What follows belongs to an exercise in optimizing a design on an open flow for small area, a short achievable clock period and few clock cycles per item; a production flow would make more cautious choices. In this exercise RTL edits were held to simulation tests only and were not proved equivalent to the original. Power is estimated from default activity; no workload was simulated.

`flow/run.sh`:
```
#!/bin/bash
# synth_recipe.tcl (not shown) runs the flow's synth.tcl, then flattens the netlist and writes it again
# the make line also repeats each setting of config.mk as NAME=value (left out here)
make -C /OpenROAD-flow-scripts/flow DESIGN_CONFIG=/design/flow/config.mk WORK_HOME=/design/flow/orfs CLKGATE_MAP_FILE= SYNTH_SCRIPT=/design/flow/synth_recipe.tcl finish
```
`flow/config.mk`:
```
export PLATFORM = sky130hd
export DESIGN_NAME = fpcvt
export DESIGN_NICKNAME = fpcvt
export VERILOG_FILES = /design/flow/design.v
export SDC_FILE = /design/flow/constraint.sdc
export NUM_CORES = 4
export LEC_CHECK = 0
export CAP_MARGIN = 20
export CORE_MARGIN = 2
export CORE_UTILIZATION = 40
export SLEW_MARGIN = 20
```
`flow/design.v`:
```
module fpcvt (
    input  wire        clk,
    input  wire        rst,
    input  wire        in_valid,
    output wire        in_ready,
    input  wire [31:0] x,
    input  wire [3:0]  fmt,
    input  wire        ovf_ieee,
    input  wire        tern,
    output reg         out_valid,
    output reg  [31:0] y,
    output reg         flag_ovf,
    output reg         flag_nan
);
    assign in_ready = 1'b1;
    localparam [3:0] F_FP32 = 4'h0, F_BF16 = 4'h1, F_FP16 = 4'h2, F_E4M3 = 4'h3,
                     F_E5M2 = 4'h4, F_E3M2 = 4'h5, F_E2M3 = 4'h6, F_E2M1 = 4'h7,
                     F_I32  = 4'h8, F_I16  = 4'h9, F_I8   = 4'hA, F_U8   = 4'hB,
                     F_I4   = 4'hC, F_I2   = 4'hD, F_BIN1 = 4'hE;
    reg        v1;
    reg [31:0] x1;
    reg [3:0]  fmt1;
    reg        ovf_ieee1, tern1;
    always @(posedge clk) begin
        if (rst) v1 <= 1'b0;
        else     v1 <= in_valid;
        if (in_valid) begin
            x1        <= x;
            fmt1      <= fmt;
            ovf_ieee1 <= ovf_ieee;
            tern1     <= tern;
        end
    end
    wire        s   = x1[31];
    wire [7:0]  ex  = x1[30:23];
    wire [22:0] mx  = x1[22:0];
    wire        is_nan  = (ex == 8'hFF) && (mx != 23'd0);
    wire        is_inf  = (ex == 8'hFF) && (mx == 23'd0);
    wire        is_zero = (ex == 8'h00) && (mx == 23'd0);
    wire [23:0] sig = {(ex != 8'd0), mx};
    reg [4:0] lz;
    integer i;
    always @(*) begin
        lz = 5'd0;
        for (i = 0; i < 24; i = i + 1)
            if (sig[i]) lz = 5'd23 - i[4:0];
    end
    wire [23:0] nsig = sig << lz;                           
    wire signed [10:0] e_src = ((ex == 8'd0) ? 11'sd1 : $signed({3'b000, ex}))
                             - 11'sd127 - $signed({6'd0, lz});
    reg [3:0]  d_e;         
    reg [4:0]  d_m;         
    reg [7:0]  d_bias;
    reg        d_inf;       
    reg [30:0] d_maxenc;    
    reg [30:0] d_infenc;    
    reg [31:0] d_nan;       
    reg        d_hasnan;
    always @(*) begin
        d_e = 4'd8; d_m = 5'd23; d_bias = 8'd127; d_inf = 1'b1;
        d_maxenc = 31'h7F7FFFFF; d_infenc = 31'h7F800000;
        d_nan = 32'h7FC00000; d_hasnan = 1'b1;
        case (fmt1)
            F_BF16: begin d_e = 4'd8; d_m = 5'd7;  d_bias = 8'd127; d_inf = 1'b1;
                          d_maxenc = 31'h7F7F; d_infenc = 31'h7F80; d_nan = 32'h7FC0; d_hasnan = 1'b1; end
            F_FP16: begin d_e = 4'd5; d_m = 5'd10; d_bias = 8'd15;  d_inf = 1'b1;
                          d_maxenc = 31'h7BFF; d_infenc = 31'h7C00; d_nan = 32'h7E00; d_hasnan = 1'b1; end
            F_E4M3: begin d_e = 4'd4; d_m = 5'd3;  d_bias = 8'd7;   d_inf = 1'b0;
                          d_maxenc = 31'h7E;   d_infenc = 31'h0;    d_nan = 32'h7F;   d_hasnan = 1'b1; end
            F_E5M2: begin d_e = 4'd5; d_m = 5'd2;  d_bias = 8'd15;  d_inf = 1'b1;
                          d_maxenc = 31'h7B;   d_infenc = 31'h7C;   d_nan = 32'h7E;   d_hasnan = 1'b1; end
            F_E3M2: begin d_e = 4'd3; d_m = 5'd2;  d_bias = 8'd3;   d_inf = 1'b0;
                          d_maxenc = 31'h1F;   d_infenc = 31'h0;    d_nan = 32'h0;    d_hasnan = 1'b0; end
            F_E2M3: begin d_e = 4'd2; d_m = 5'd3;  d_bias = 8'd1;   d_inf = 1'b0;
                          d_maxenc = 31'h1F;   d_infenc = 31'h0;    d_nan = 32'h0;    d_hasnan = 1'b0; end
            F_E2M1: begin d_e = 4'd2; d_m = 5'd1;  d_bias = 8'd1;   d_inf = 1'b0;
                          d_maxenc = 31'h7;    d_infenc = 31'h0;    d_nan = 32'h0;    d_hasnan = 1'b0; end
            default: ;
        endcase
    end
    wire signed [10:0] ed = e_src + $signed({3'b000, d_bias});
    wire               f_subn = ed < 11'sd1;
    wire signed [10:0] fsh_s = $signed({6'd0, 5'd23 - d_m}) + (f_subn ? (11'sd1 - ed) : 11'sd0);
    wire        [5:0]  fsh   = (fsh_s > 11'sd30) ? 6'd30 : fsh_s[5:0];
    wire [53:0] f_wide  = {nsig, 30'd0} >> fsh;             
    wire [23:0] f_keep  = f_wide[53:30];
    wire        f_guard = f_wide[29];
    wire        f_stk   = |f_wide[28:0];
    wire        f_up    = f_guard & (f_stk | f_keep[0]);
    wire [24:0] f_rnd   = {1'b0, f_keep} + {24'd0, f_up};
    wire [10:0] f_em1   = f_subn ? 11'd0 : (ed[10:0] - 11'd1);
    wire [35:0] f_enc   = ({25'd0, f_em1} << d_m) + {11'd0, f_rnd};
    wire        f_ovf   = f_enc > {5'd0, d_maxenc};
    wire [4:0]  f_signpos = {1'b0, d_e} + d_m;              
    wire [31:0] f_sign    = {31'd0, s} << f_signpos;
    reg [31:0] f_res;
    reg        f_fovf, f_fnan;
    always @(*) begin
        f_fovf = 1'b0;
        f_fnan = 1'b0;
        if (is_nan) begin
            f_res  = d_hasnan ? d_nan : 32'd0;
            f_fnan = ~d_hasnan;
        end else if (is_inf) begin
            if (d_inf) f_res = f_sign | {1'b0, d_infenc};
            else begin f_res = f_sign | {1'b0, d_maxenc}; f_fovf = 1'b1; end
        end else if (is_zero) begin
            f_res = f_sign;
        end else if (f_ovf) begin
            f_fovf = 1'b1;
            if (d_inf && ovf_ieee1) f_res = f_sign | {1'b0, d_infenc};
            else                    f_res = f_sign | {1'b0, d_maxenc};
        end else begin
            f_res = f_sign | f_enc[31:0];
        end
    end
    wire        i_big   = e_src > 11'sd31;                   
    wire        i_small = e_src < -11'sd1;                   
    wire [5:0]  ish     = e_src[5:0] + 6'd9;                 
    wire [63:0] i_fx    = {40'd0, nsig} << ish;
    wire [31:0] i_int   = i_fx[63:32];
    wire        i_up    = i_fx[31] & ((|i_fx[30:0]) | i_int[0]);
    wire [32:0] i_mag   = i_small ? 33'd0 : ({1'b0, i_int} + {32'd0, i_up});
    reg [32:0] i_hi, i_lo;
    reg [5:0]  i_w;
    always @(*) begin
        i_hi = 33'h7FFFFFFF; i_lo = 33'h80000000; i_w = 6'd32;
        case (fmt1)
            F_I16: begin i_hi = 33'h7FFF; i_lo = 33'h8000; i_w = 6'd16; end
            F_I8:  begin i_hi = 33'h7F;   i_lo = 33'h80;   i_w = 6'd8;  end
            F_U8:  begin i_hi = 33'hFF;   i_lo = 33'h0;    i_w = 6'd8;  end
            F_I4:  begin i_hi = 33'h7;    i_lo = 33'h8;    i_w = 6'd4;  end
            F_I2:  begin i_hi = 33'h1;    i_lo = 33'h2;    i_w = 6'd2;  end
            default: ;
        endcase
        if (tern1 && fmt1 == F_I2) begin i_hi = 33'h1; i_lo = 33'h1; end
    end
    wire [31:0] i_mask = (i_w == 6'd32) ? 32'hFFFFFFFF : ((32'd1 << i_w) - 32'd1);
    reg [32:0] i_val;       
    reg        i_fovf, i_fnan;
    always @(*) begin
        i_fovf = 1'b0;
        i_fnan = 1'b0;
        if (is_nan) begin
            i_val  = 33'd0;
            i_fnan = 1'b1;
        end else if (is_inf || i_big) begin
            i_val  = s ? -i_lo : i_hi;
            i_fovf = 1'b1;
        end else if (s) begin
            if (i_mag > i_lo) begin i_val = -i_lo; i_fovf = 1'b1; end
            else                    i_val = -i_mag;
        end else begin
            if (i_mag > i_hi) begin i_val = i_hi;  i_fovf = 1'b1; end
            else                    i_val = i_mag;
        end
    end
    wire [31:0] i_res = i_val[31:0] & i_mask;
    wire [31:0] b_res = {31'd0, ~s & ~is_nan & ~is_zero};
    reg [31:0] res;
    reg        r_ovf, r_nan;
    always @(*) begin
        if (fmt1 == F_BIN1) begin
            res = b_res; r_ovf = 1'b0; r_nan = is_nan;
        end else if (fmt1[3]) begin
            res = i_res; r_ovf = i_fovf; r_nan = i_fnan;
        end else begin
            res = f_res; r_ovf = f_fovf; r_nan = f_fnan;
        end
    end
    always @(posedge clk) begin
        if (rst) out_valid <= 1'b0;
        else     out_valid <= v1;
        if (v1) begin
            y        <= res;
            flag_ovf <= r_ovf;
            flag_nan <= r_nan;
        end
    end
endmodule
```
`flow/constraint.sdc`:
```
create_clock -name core_clock -period 17.0 [get_ports {clk}]
set_input_delay 3.4000 -clock core_clock [delete_from_list [all_inputs] [get_ports {clk}]]
set_output_delay 3.4000 -clock core_clock [all_outputs]
set_load 0.01 [all_outputs]
```
==> flow_summary.ini <==
[sta]
clock_skew_ps = 17.8
worst_slew_pin_slew_ps = 1150
slew_violations = 0
fin_crit_ps = 16160
maxClockFrequency_mhz = 61.9
fin_ws_ps = 845
hold_viol_final = 0
finalSetupViolations = 0
finalCritPeriodShare_pct = 95.0
relSlewSlack_pct = 21.4

[placed_design]
placed_area_sq_um = 20500
pre_cts_ws_ps = 364
numPortBuffers = 75
dp_hpwl_um = 71200
gp_routability_congestion = 1.03

[worst_setup_path]
critPathKind = flop to flop
cp_data_required_time_ps = 17110
path_common_cell = nor2_1
cp_slowest_cell = or4_1
critPathMaxStageDelay_ps = 700
worstPathArrival_ps = 16270
cp-end-kind = flop
critPathLaunchType = flop
crit_path_max_fanout = 20

[layout]
diodes = 0
drive_above_1_share_pct = 9.60
fill_cells = 4825
layout.nets = 2920
regArea_sq_um = 2200
area_growth_pct = 11.0
fin_area_sq_um = 21100
multiInputGateArea_sq_um = 15900

[routing]
vias = 23700
drt.antenna.violating_nets = 0
vias_per_cell = 7.03
wl_per_cell_um = 27.2
dr.first_iter.drc_count = 3618
drc = 0
wirelength_um = 91600
first_pass_iters = 7

[hold_path]
hold_class = flop to flop

[pwr]
p_per_area_nw_per_um2 = 146
p_leak_nw = 8.59
ir_drop_uv = 86.8

[grt]
grt_pass1_wl_um = 136000
grt_max_degree = 53
grt_pass1_vias = 21800
overflow = 0
antenna_found_initial = 1
grtUsageTotal_pct = 35.6

[clock_network]
clkTransAtPathRegs_ps = 80
cts.path.max_buffers = 2
cts_tree = built
htreeDepth = 3
cts.sinks = 74
postCtsHoldBufs = 0
clk_latency_ps = 400
cts_root_buffer = clkbuf_16
numCtsBuffers = 9

[synth]
synth-seq-area-share_pct = 11.6
synth.cells.most_frequent = nor2_1, nand2_1, a21oi_1
yosys.area.top_type_share_pct = 11.4
syn_inst = 2722
async_flop_share_pct = 0
syn_avg_cell_area_sq_um = 6.99
yosysMostFrequentCell = nor2_1
ys_warn_count = 1
synthesis.area_sq_um = 19000
yosysUniqueCellTypes = 114
yosys_most_used_dff = edfxtp_1
yosysTopAreaCell = edfxtp_1
synth_seq_cells = 74
synthTopCellsByArea = edfxtp_1, ha_1, nor2_1
synth_edf_count = 72

[die]
die_w_um = 222
fp.dieArea_sq_um = 49300
dieHeight_um = 222
start_util_pct = 40.7
row_count = 79
pin_count = 77
coreArea_sq_um = 46800

[run_status]
status = no timing/DRC/antenna violations

[flow_run]
drv_cap = 0
==> cell type report <==
cell class,count,share of cell area [%]
clock buffers,10,1.08
clock inverters,6,0.421
inverters,93,1.68
multi-input cells,2388,75.2
flip-flops and latches,74,10.4
well taps,607,3.60
repair buffers,188,7.64
==> cells by family after synthesis <==
group,Yosys count,synth area share [%]
compound gates,949,34.8
xor+xnor,99,4.78
fa+ha+maj,125,8.46
buf+inv,263,5.79
flops,74,11.6
mux,109,6.33
other cells,2,0.0395
simple gates,1101,28.2
==> path summary, 6_finish.rpt <==
| kind | from | end | slack [ps] | cells after the start |
|---|---|---|---|---|
| setup / recovery | x1[13] | y[9] | 840 | 72 |
| hold reg to reg | v1 | y[17] | 790 | 1 |
| setup reg to reg | x1[13] | y[9] | 840 | 72 |
| hold / removal | v1 | y[17] | 790 | 1 |
==> repair_timing <==
action / CTS / global route
resized for setup: 0 / 29
setup buffers: 0 / 19
endpoints found under the setup margin: 0 / 32
==> report_power, final <==
group / leakage [nW] / switching, mW / internal, mW
Sequential: 0.723 / 0.0209 / 0.236
Clock: 0.149 / 0.0946 / 0.129
Combinational: 7.72 / 1.70 / 0.896
Total: 8.59 / 1.81 / 1.26
==> layout by cell type, fill, tap and decap left out, drive strengths merged, types with 27 or more instances in the layout <==
cell,synthesis,final
a31oi,42,42
o211ai,53,53
edfxtp,72,72
and2,40,40
nor3,120,120
a211oi,48,48
a21o,59,59
nand2,279,279
ha,119,119
and3,30,30
mux2i,73,73
inv,90,91
buf,40,114
nand3,77,77
clkdlybuf4s50,0,74
nand4,46,46
xnor2,64,64
xor2,32,32
a21oi,217,217
nor4,43,43
nor2,314,314
o21a,27,27
o21ai,163,163
mux2,31,31
==> critical path: cells and delay by family (launching register included) <==
family          cells  cell delay (ps)
simple gates       19             4560
flops               1              540
xor+xnor            2              430
buf+inv             7              920
mux                 3             1210
compound gates     35             6410
fa+ha+maj           6             1810
==> sequential cells by signal, indices dropped and copies added, names as in the netlist <==
name	count
ovf_ieee1	1
flag_nan	1
v1	1
x1	32
tern1	1
flag_ovf	1
y	32
fmt1	4
out_valid	1
==> stage by stage <==
step	std cells	hold slack [ps]	setup TNS, ps	utilization, %	power, mW
after CTS	3347	797	0	44.6	2.95
after detailed placement	3331	778	0	43.9	2.71
after floorplan	2725	795	0	-	1.93
after global routing	3366	834	-14.0	45.2	3.24
final	3366	792	0	45.2	3.07
after global placement	3331	776	0	43.9	2.71
==> per-layer routing <==
metal  GRT usage (%)  vias up  share of wire, %
met4            20.3        2               6.7
met2            55.1     1650                43
met5               0        -             0.014
met1            46.0    11100                40
li1                -    10500                 -
met3            7.24      402                10
Testbench counts, summed over its fixed seeds: cycles 24,016, items 24,000.

-- static timing again, ports no longer ideal --
No port has a modelled driver above. Below, the same layout with a new extraction and two added sets of constraints.
Step 1: set_driving_cell puts a clkbuf_16 on clk and a buf_2 on each other input, an assumption about the parent block.
Step 2 adds t to the input delays and takes it off the output delays; t is the mean of the earliest and latest rising clock arrival at the registers after step 1. Input paths then give back, and output paths get back, about the clock's delay inside the block.
Three values: ideal ports, drivers, drivers and shift; two values: the first two.
t, ns: 0.443
slack for setup (ns): 0.845 / 0.845 / 0.845
worst register clock-pin slew, ns: 0.08 / 0.08
After both steps setup and hold are still met in this run. For this run, drivers alone change the setup slack by 0.000 ns; drivers and shift together by 0.000 ns.
